This is an optimization exercise on Yosys and OpenROAD, whose aim is small area and a short achievable clock period, not a production implementation. RTL that was checked went through simulation tests only; none was proved equivalent to the original.

## tim_domains
module tim_domains (
    input  wire        clk,
    input  wire        rst,             
    input  wire        cmd_valid,
    input  wire [2:0]  cmd_op,
    input  wire        cmd_dom,
    input  wire [77:0] cmd_data,
    input  wire        rd_dom,
    output wire [47:0] rd_sec,
    output wire [29:0] rd_ns,
    output wire [31:0] rd_frac,
    output wire [31:0] rd_rate,
    output wire        rd_valid,
    output wire        rd_holdover,
    output wire        rd_slewing,
    output wire [23:0] rd_slew_left,    
    output wire [31:0] rd_steps,
    output wire [31:0] rd_jumps_refused,
    output wire [31:0] rd_hold_refused
);
    localparam [2:0] OP_RATE   = 3'd0;
    localparam [2:0] OP_ADJ    = 3'd1;
    localparam [2:0] OP_SET    = 3'd2;
    localparam [2:0] OP_RESUME = 3'd3;
    localparam [2:0] OP_FORCE  = 3'd4;
    localparam [2:0] OP_THRESH = 3'd5;
    localparam [2:0] OP_SLEW   = 3'd6;
    localparam [31:0] RATE_MIN    = -32'sd8589935;
    localparam [30:0] RATE_MIN_LO = RATE_MIN[30:0];
    wire [47:0] sec   [0:1];
    wire [29:0] ns    [0:1];
    wire [31:0] frac  [0:1];
    wire [24:0] rate  [0:1];
    wire        valid [0:1];
    wire        hold  [0:1];
    wire [61:0] slew  [0:1];
    wire [31:0] steps [0:1];
    wire [31:0] jref  [0:1];
    wire [31:0] href  [0:1];
    wire [26:0] thr   [0:1];
    wire        pset  [0:1];
    wire [77:0] pdata [0:1];
  ...
Size in the first run: about 7100 cells after synthesis, about 350 I/O pins, ~0.071 mm² of cells after synthesis.
export LEC_CHECK = 0
export CAP_MARGIN = 20
export CORE_MARGIN = 2
export CORE_UTILIZATION = 50
export SLEW_MARGIN = 20
create_clock -name core_clock -period 45.0 [get_ports {clk}]
standard.sh (not shown) runs the stock make flow with config.mk's settings and CLKGATE_MAP_FILE= SYNTH_SCRIPT=/design/flow/synth_recipe.tcl, a recipe that flattens the netlist after the stock synthesis.
==> flow/flow/run.sh <==
#!/bin/bash
# The standard layout (standard.sh, all steps, its own synthesis), with
# two changes:
# - the buffer that ORFS puts on every input and output port is a plain
#   sky130_fd_sc_hd__buf_2 rather than the cell buffer_ports picks by itself
#   (a clkdlybuf4s50_1 delay buffer, 0.5 ns on every port);
# - ORFS's timing repair aims for SETUP_SLACK_MARGIN ns of setup slack on
#   the worst path (TNS_END_PERCENT 0: the worst path only), so that it also
#   shortens the paths that set the achieved period.
# The clock, its period and all constraints are the standard flow's, unchanged. make's
# output goes to standard.log, each tool's to orfs/logs/.
set -euo pipefail
bash standard.sh "BUFFER_PORTS_ARGS=-buffer_cell sky130_fd_sc_hd__buf_2" \
    SETUP_SLACK_MARGIN=26 TNS_END_PERCENT=0 finish > standard.log 2>&1
Edit:
--- a/flow/flow/run.sh
+++ b/flow/flow/run.sh
@@ -13,2 +13,2 @@
 bash standard.sh "BUFFER_PORTS_ARGS=-buffer_cell sky130_fd_sc_hd__buf_2" \
-    SETUP_SLACK_MARGIN=26 TNS_END_PERCENT=0 finish > standard.log 2>&1
+    SETUP_SLACK_MARGIN=25.5 TNS_END_PERCENT=0 finish > standard.log 2>&1
Settings changed: CORE_UTILIZATION 50 to 40.
What happened:
- worst setup slack degrades by 0.39 ns
- wire length is lower by 1.7%
- flip-flop and latch count is unchanged
- die area is higher by 25%
- critical path depth is higher by 2
- final cell count is higher by 4.4%
- via count is lower by 1.6%
Edit:
--- a/flow/flow/run.sh
+++ b/flow/flow/run.sh
@@ -13,2 +13,2 @@
 bash standard.sh "BUFFER_PORTS_ARGS=-buffer_cell sky130_fd_sc_hd__buf_2" \
-    SETUP_SLACK_MARGIN=25.5 TNS_END_PERCENT=0 finish > standard.log 2>&1
+    SETUP_SLACK_MARGIN=26 TNS_END_PERCENT=0 finish > standard.log 2>&1
Settings changed: CTS_CLUSTER_DIAMETER from default to 70, CTS_CLUSTER_SIZE from default to 35, PLACE_DENSITY from default to 0.75.
The changed run completed without violations.
Global-route usage climbs by 0.24 points.
Non-clock buffer count grows by 16.
Critical path depth falls by 2.
Maximum frequency climbs by 2.1%.
Synthesized cell count is unchanged.
Edit:
Settings changed: CTS_CLUSTER_DIAMETER 70 to 80, CTS_CLUSTER_SIZE 35 to 40.
Effect: Wire length falls slightly; core utilization fell by 0.36 points; die area does not change; synthesized area stays the same; worst hold slack stays flat.
Edit:
Settings changed: CTS_BUF_LIST from default to sky130_fd_sc_hd__clkbuf_4 sky130_fd_sc_hd__clkbuf_8, CTS_CLUSTER_DIAMETER 80 to default, CTS_CLUSTER_SIZE 40 to default, PLACE_DENSITY 0.75 to default.
Effect: The changed run finished with timing, DRC and antenna clean; first-iteration DRC count went down by 21%; setup slack gains 0.014 ns; die area does not change; via count went down by 0.80%; non-clock buffer count went up by 21.

Setup of the reference run:
tim_domains, a different RTL version from the one above (not shown whole).
Size in the first run: about 850 flip-flops, roughly 350 I/O pins.
clock: 45.0 ns
lec_check: 0
cap_margin: 20
core_margin: 2
core_utilization: 40
slew_margin: 20
run.sh (not shown) runs the stock make flow with config.mk's settings and CLKGATE_MAP_FILE= SYNTH_SCRIPT=/design/flow/synth_recipe.tcl, a recipe that flattens the netlist after the stock synthesis.
Stock flow here: none of the scripts above is used.
Setup changes, the reference run to the trial run
Settings: a change of CAP_MARGIN from 20 to 70; a change of SLEW_MARGIN from 20 to 70.
- The trial run: full flow OK, the timing, design-rule and antenna checks passed
- In the tables for the reference run and the trial run, fill cell total of the finished layout reads higher with the reference run.
- Summary of the trial run over the reference run: global-route usage +0.30 points.
- First-iteration DRC count (the reference run / the trial run): 0.939
- In the trial run relative to the reference run, design area had gone up by a few percent.
- Changes observed in the trial run relative to the reference run: number of nets at the end of the flow +about 0.9%; sequential cell area saw little to no change; global routing usage on met3 closely matched the old numbers; fraction of standard cell area in multi-input logic held; global-route wire length before repair grew by 4500 um.
No functional check of the RTL was part of any run of this note.

## ember
Another version of the RTL of tim_domains (not shown whole).
For scale: roughly 8200 cells after synthesis, roughly 850 flip-flops, roughly 350 I/O pins, about 73000 sq um of cells after synthesis.
make LEC_CHECK=0 CAP_MARGIN=85 CORE_MARGIN=2 CORE_UTILIZATION=60 SLEW_MARGIN=85 finish   # period 45.0 ns
ember did not stop at any stage, and its layout met the timing, design-rule and antenna checks.
> inputs changed (ember -> lagoon)
- CAP_MARGIN now 70, was 85
- CORE_UTILIZATION now 40, was 60
- SLEW_MARGIN now 70, was 85
## What came out
- Delta (lagoon minus ember): setup slack rose 8710 ps; fraction of the core area covered by cells at the end of the flow fell 37 points.
- Number of cells on the worst reg-to-reg path was higher in ember than in lagoon.
- Post-CTS setup repair buffer count: lagoon vs ember identical
- The higher highest clock rate came out of lagoon.
- Taking ember over lagoon, the violation count after the first detailed-route iteration ratio works out to 1.6.
- Per the comparison of lagoon with ember, standard-cell row count has increased; depth of the critical timing path with buffers and inverters included moved down; time the final worst path needs with I/O delays and setup lower.
Function was not checked in any run of this note: the RTL went through the layout flow alone.

Setup of run a:
tim_domains, a different RTL version from the one above (not shown whole).
Size in the first run: ~7300 cells after synthesis, ~350 I/O pins, ~72000 um^2 of cells after synthesis.
Settings: LEC_CHECK=0, CAP_MARGIN=40, CORE_MARGIN=2, CORE_UTILIZATION=45, SLEW_MARGIN=60; clock period 45.0 ns.
Setup changes, run a to run b
# run a
export LEC_CHECK = 0
export CAP_MARGIN = 40
export CORE_MARGIN = 2
export CORE_UTILIZATION = 45
export SLEW_MARGIN = 60
create_clock -name core_clock -period 45.0 [get_ports {clk}]
# run b
export LEC_CHECK = 0
export CAP_MARGIN = 70
export CORE_MARGIN = 2
export CORE_UTILIZATION = 40
export SLEW_MARGIN = 70
create_clock -name core_clock -period 45.0 [get_ports {clk}]
### Flow results
Run b finished every stage and its layout cleared the timing, design-rule and antenna checks.
Area after detailed placement came out higher on run b than on run a.
Total negative slack: run b vs run a identical
Run b vs run a: final period demand of the worst path down
Looking at met2 track demand over resource in global routing across run b and run a, the one that comes out lower is run b.
On non-clock buffer count: between run b and run a, it ends up higher for run b.
Sort run b and run a by portion of the layout cell area used by non-clock buffers, ascending, and run a comes first.
Relative to run a, detailed route wirelength on metal2 increased by about 3% in run b.
Changes observed in run b relative to run a: mux cell area share after synthesis did not really move; proportion of cell area occupied by registers fell by 0.59 points; post-route worst hold slack now larger.
No functional check of the RTL was part of any run of this note.

RTL: one of the versions met above, not the one the previous note started from.
Size in the first run: roughly 7,100 cells after synthesis, about 850 flip-flops, ~71,000 um^2 of cells after synthesis.
Settings: LEC_CHECK=0, CAP_MARGIN=20, CORE_MARGIN=2, CORE_UTILIZATION=40, PLACE_DENSITY=0.75, SLEW_MARGIN=20; clock period 45.0 ns.
standard.sh (not shown) runs the stock make flow with config.mk's settings and CLKGATE_MAP_FILE= SYNTH_SCRIPT=/design/flow/synth_recipe.tcl, a recipe that flattens the netlist after the stock synthesis.
==> flow/flow/run.sh <==
#!/bin/bash
# The standard layout (standard.sh, all steps, its own synthesis), with
# two changes:
# - the buffer that ORFS puts on every input and output port is a plain
#   sky130_fd_sc_hd__buf_1 rather than the cell buffer_ports picks by itself
#   (a clkdlybuf4s50_1 delay buffer, 0.5 ns on every port);
# - ORFS's timing repair aims for SETUP_SLACK_MARGIN ns of setup slack on
#   the worst path (TNS_END_PERCENT 0: the worst path only), so that it also
#   shortens the paths that set the achieved period.
# The clock, its period and all constraints are the standard flow's, unchanged. make's
# output goes to standard.log, each tool's to orfs/logs/.
set -euo pipefail
bash standard.sh "BUFFER_PORTS_ARGS=-buffer_cell sky130_fd_sc_hd__buf_1" \
    SETUP_SLACK_MARGIN=26 TNS_END_PERCENT=0 finish > standard.log 2>&1
The starting point completed with no timing, DRC or antenna violations.
Next try:
--- a/flow/flow/run.sh
+++ b/flow/flow/run.sh
@@ -4,3 +4,3 @@
 # - the buffer that ORFS puts on every input and output port is a plain
-#   sky130_fd_sc_hd__buf_1 rather than the cell buffer_ports picks by itself
+#   sky130_fd_sc_hd__buf_2 rather than the cell buffer_ports picks by itself
 #   (a clkdlybuf4s50_1 delay buffer, 0.5 ns on every port);
@@ -12,3 +12,3 @@
 set -euo pipefail
-bash standard.sh "BUFFER_PORTS_ARGS=-buffer_cell sky130_fd_sc_hd__buf_1" \
+bash standard.sh "BUFFER_PORTS_ARGS=-buffer_cell sky130_fd_sc_hd__buf_2" \
     SETUP_SLACK_MARGIN=26 TNS_END_PERCENT=0 finish > standard.log 2>&1
Settings changed: CAP_MARGIN 20 to 70, PLACE_DENSITY 0.75 to default, SLEW_MARGIN 20 to 70.
Wire length decreases by 1.4%; final cell count increases by 0.63%; die area is unchanged; register-to-register slack gets better by 0.05 ns.
Next try:
--- a/flow/flow/run.sh
+++ b/flow/flow/run.sh
@@ -13,2 +13,2 @@
 bash standard.sh "BUFFER_PORTS_ARGS=-buffer_cell sky130_fd_sc_hd__buf_2" \
-    SETUP_SLACK_MARGIN=26 TNS_END_PERCENT=0 finish > standard.log 2>&1
+    SETUP_SLACK_MARGIN=26.6 TNS_END_PERCENT=0 finish > standard.log 2>&1
Settings changed: CAP_MARGIN 70 to 20, SLEW_MARGIN 70 to 20.
Cell area came out lower by 2.5%.
Worst hold slack improves by 0.0052 ns.
Setup slack improves by 0.095 ns.
Next try:
--- a/flow/flow/run.sh
+++ b/flow/flow/run.sh
@@ -13,2 +13,2 @@
 bash standard.sh "BUFFER_PORTS_ARGS=-buffer_cell sky130_fd_sc_hd__buf_2" \
-    SETUP_SLACK_MARGIN=26.6 TNS_END_PERCENT=0 finish > standard.log 2>&1
+    SETUP_SLACK_MARGIN=26 TNS_END_PERCENT=0 finish > standard.log 2>&1
Settings changed: ABC_AREA from default to 1, CTS_CLUSTER_DIAMETER from default to 80, CTS_CLUSTER_SIZE from default to 40.
The changed run ran to the end with no violations.
Design area drops by 1.3%.
Maximum frequency drops by 1.3%.
First-iteration DRC count grows by 9.0%.
Clock skew rose by 0.050 ns.
Next try:
==> flow/flow/run.sh (replaced) <==
#!/bin/bash
# The standard layout (standard.sh, all steps, its own synthesis), with
# one change: the buffer that ORFS puts on every input and output port is a
# plain sky130_fd_sc_hd__buf_2 rather than the cell buffer_ports picks by
# itself (a clkdlybuf4s50_1 delay buffer, 0.5 ns on every port). The clock,
# its period and all constraints are the standard flow's, unchanged. make's output goes
# to standard.log, each tool's to orfs/logs/.
set -euo pipefail
bash standard.sh "BUFFER_PORTS_ARGS=-buffer_cell sky130_fd_sc_hd__buf_2" finish > standard.log 2>&1
Settings changed: ABC_AREA 1 to default, CAP_MARGIN 20 to 70, CTS_CLUSTER_DIAMETER 80 to default, CTS_CLUSTER_SIZE 40 to default, SLEW_MARGIN 20 to 70.
- The changed run ran to the end with no violations
- setup slack got worse by 0.89 ns
- final cell count decreases by roughly a tenth
- hold slack is better by 0.086 ns
- synthesized area grows by a few percent
- register-to-register slack degrades by 1.4 ns
- wire length rises by a few percent
- count of clock-buffer cells in the layout is higher by 43
- clock skew falls by 0.042 ns
- core utilization is lower by 0.18 points
- die area went up by a few percent

tim_domains again, from the RTL that the note above started with.
==> flow/config.mk <==
export PLATFORM = sky130hd
export DESIGN_NAME = tim_domains
export DESIGN_NICKNAME = tim_domains
export VERILOG_FILES = /design/flow/design.v
export SDC_FILE = /design/flow/constraint.sdc
export NUM_CORES = 4
export LEC_CHECK = 0
export CAP_MARGIN = 20
export CORE_MARGIN = 2
export CORE_UTILIZATION = 40
export CTS_CLUSTER_DIAMETER = 60
export CTS_CLUSTER_SIZE = 30
export SLEW_MARGIN = 20
==> flow/constraint.sdc <==
create_clock -name core_clock -period 45.0 [get_ports {clk}]
set_input_delay 9.0000 -clock core_clock [delete_from_list [all_inputs] [get_ports {clk}]]
set_output_delay 9.0000 -clock core_clock [all_outputs]
set_load 0.01 [all_outputs]
==> flow/flow/run.sh <==
#!/bin/bash
# The standard layout (standard.sh, all steps, its own synthesis), with
# two changes:
# - the buffer that ORFS puts on every input and output port is a plain
#   sky130_fd_sc_hd__buf_2 rather than the cell buffer_ports picks by itself
#   (a clkdlybuf4s50_1 delay buffer, 0.5 ns on every port);
# - ORFS's timing repair aims for SETUP_SLACK_MARGIN ns of setup slack on
#   the worst path (TNS_END_PERCENT 0: the worst path only), so that it also
#   shortens the paths that set the achieved period.
# The clock, its period and all constraints are the standard flow's, unchanged. make's
# output goes to standard.log, each tool's to orfs/logs/.
set -euo pipefail
bash standard.sh "BUFFER_PORTS_ARGS=-buffer_cell sky130_fd_sc_hd__buf_2" \
    SETUP_SLACK_MARGIN=26 TNS_END_PERCENT=0 finish > standard.log 2>&1
The first run went through all stages and came out clean.
Next try:
--- a/flow/config.mk
+++ b/flow/config.mk
@@ -12,2 +12,3 @@
 export CTS_CLUSTER_SIZE = 30
+export PLACE_DENSITY = 0.75
 export SLEW_MARGIN = 20
Synthesized cell count does not change.
Final cell count falls by 0.48%.
Global-route usage barely changes.
Die area is unchanged.
Core utilization fell by 0.45 points.
Setup slack is better by 0.086 ns.
Final area came out lower by 0.98%.
Next try:
--- a/flow/config.mk
+++ b/flow/config.mk
@@ -11,4 +11,3 @@
 export CTS_CLUSTER_DIAMETER = 60
-export CTS_CLUSTER_SIZE = 30
-export PLACE_DENSITY = 0.75
+export CTS_CLUSTER_SIZE = 40
 export SLEW_MARGIN = 20
Clock skew is about the same. Critical path depth went up by 2. Routed wire length fell by 0.72%. Maximum frequency shrinks by 0.43%. Worst setup slack loses 0.083 ns. Final cell count rose by 0.48%. Count of clock-buffer cells in the layout goes up by 14.
Next try:
--- a/flow/config.mk
+++ b/flow/config.mk
@@ -7,2 +7,3 @@
 export LEC_CHECK = 0
+export ABC_AREA = 1
 export CAP_MARGIN = 20
@@ -10,4 +11,2 @@
 export CORE_UTILIZATION = 40
-export CTS_CLUSTER_DIAMETER = 60
-export CTS_CLUSTER_SIZE = 40
 export SLEW_MARGIN = 20
Outcome: Wire length went down by about 3.4%; global-route usage barely changes; die area goes down by 2.0%; setup slack gets worse by 0.096 ns; synthesized area went down by about 2%; non-clock buffer count came out higher by 105; register-to-register slack gets worse by 0.35 ns.
Next try:
--- a/flow/config.mk
+++ b/flow/config.mk
@@ -7,3 +7,2 @@
 export LEC_CHECK = 0
-export ABC_AREA = 1
 export CAP_MARGIN = 20
@@ -11,2 +10,4 @@
 export CORE_UTILIZATION = 40
+export CTS_CLUSTER_DIAMETER = 80
+export CTS_CLUSTER_SIZE = 40
 export SLEW_MARGIN = 20
- routed wire length goes up by a few percent
- core utilization fell by 1.7 points
- cell area is lower slightly
Next try:
==> flow/run.sh (new file) <==
#!/bin/bash
# synth_recipe.tcl (not shown) runs the flow's synth.tcl, then flattens the netlist and writes it again
# the make line also repeats each setting of config.mk as NAME=value (left out here)
make -C /OpenROAD-flow-scripts/flow DESIGN_CONFIG=/design/flow/config.mk WORK_HOME=/design/flow/orfs CLKGATE_MAP_FILE= SYNTH_SCRIPT=/design/flow/synth_recipe.tcl finish
--- a/flow/config.mk
+++ b/flow/config.mk
@@ -7,7 +7,5 @@
 export LEC_CHECK = 0
-export CAP_MARGIN = 20
+export CAP_MARGIN = 70
 export CORE_MARGIN = 2
 export CORE_UTILIZATION = 40
-export CTS_CLUSTER_DIAMETER = 80
-export CTS_CLUSTER_SIZE = 40
-export SLEW_MARGIN = 20
+export SLEW_MARGIN = 70
removed: flow/flow/run.sh
removed: flow/standard.sh
Via count stays flat.
Wire length goes down by 0.89%.

static timing again, ports no longer ideal:
Ports are ideal in the flow. The routed layouts listed here were re-timed in OpenROAD. Step 1 (the two cells are an assumption about what drives the block):
set clk [get_ports {clk}]
set_driving_cell -lib_cell sky130_fd_sc_hd__clkbuf_16 $clk
set_driving_cell -lib_cell sky130_fd_sc_hd__buf_2 [delete_from_list [all_inputs] $clk]
Step 2, shift: input delay + t, output delay - t, t = (earliest + latest rising clock arrival at the registers) / 2. This alone moves slack from input paths to output paths. a / b / c = no drivers / after step 1 / after step 2; a / b = the first two.
run | t, ns | slack for setup (ns) | hold WS [ns] | latest minus earliest clock arrival (ns) | cell pins on the clock port's net
the first run of note 1 | 0.815 | 25.814 / 25.568 / 25.266 | 0.542 / 0.542 / 0.542 | 0.068 / 0.068 | 1
the second run of note 1 | 0.816 | 25.424 / 25.241 / 24.913 | 0.604 / 0.604 / 0.604 | 0.029 / 0.029 | 1
the third run of note 1 | 0.782 | 25.834 / 25.622 / 25.291 | 0.593 / 0.593 / 0.593 | 0.043 / 0.043 | 1
the fourth run of note 1 | 0.797 | 25.813 / 25.584 / 25.355 | 0.595 / 0.595 / 0.595 | 0.039 / 0.040 | 1
the fifth run of note 1 | 0.985 | 25.828 / 25.500 / 25.203 | 0.602 / 0.602 / 0.602 | 0.063 / 0.064 | 1
the reference run | 0.823 | 23.504 / 23.524 / 22.701 | 0.571 / 0.571 / 0.571 | 0.059 / 0.059 | 1
the trial run | 0.846 | 24.631 / 24.630 / 23.797 | 0.576 / 0.576 / 0.576 | 0.037 / 0.038 | 1
ember | 0.814 | 16.080 / 16.080 / 16.080 | 0.459 / 0.459 / 0.459 | 0.059 / 0.059 | 1
lagoon | 0.832 | 24.794 / 24.734 / 24.164 | 0.453 / 0.453 / 0.453 | 0.076 / 0.076 | 1
run a | 0.824 | 22.750 / 22.715 / 21.892 | 0.595 / 0.595 / 0.595 | 0.134 / 0.135 | 1
run b | 0.834 | 23.628 / 23.667 / 22.833 | 0.612 / 0.612 / 0.612 | 0.061 / 0.061 | 1
the first run of note 5 | 0.822 | 25.820 / 25.619 / 25.326 | 0.613 / 0.613 / 0.613 | 0.039 / 0.038 | 1
the second run of note 5 | 0.807 | 25.748 / 25.699 / 25.511 | 0.599 / 0.599 / 0.599 | 0.035 / 0.034 | 1
the third run of note 5 | 0.811 | 25.843 / 25.521 / 25.311 | 0.604 / 0.604 / 0.604 | 0.025 / 0.025 | 1
the fourth run of note 5 | 0.786 | 25.590 / 25.503 / 24.793 | 0.512 / 0.512 / 0.512 | 0.076 / 0.076 | 1
the fifth run of note 5 | 0.818 | 24.698 / 24.681 / 24.418 | 0.598 / 0.598 / 0.598 | 0.033 / 0.033 | 1
the first run of note 6 | 0.809 | 25.822 / 25.513 / 25.376 | 0.605 / 0.605 / 0.605 | 0.044 / 0.044 | 1
the second run of note 6 | 0.792 | 25.908 / 25.627 / 25.472 | 0.592 / 0.592 / 0.592 | 0.041 / 0.041 | 1
the third run of note 6 | 0.806 | 25.825 / 25.514 / 25.374 | 0.605 / 0.605 / 0.605 | 0.041 / 0.042 | 1
the fourth run of note 6 | 0.811 | 25.728 / 25.531 / 24.950 | 0.517 / 0.517 / 0.517 | 0.035 / 0.035 | 1
the fifth run of note 6 | 0.798 | 25.869 / 25.529 / 25.311 | 0.611 / 0.611 / 0.611 | 0.043 / 0.043 | 1
the sixth run of note 6 | 0.817 | 24.274 / 24.225 / 24.225 | 0.616 / 0.616 / 0.616 | 0.072 / 0.071 | 1
After both steps setup and hold are still met in every run listed. The setup slack of run a, which loses most, moves by -0.035 ns with the drivers and by -0.858 ns with both steps.
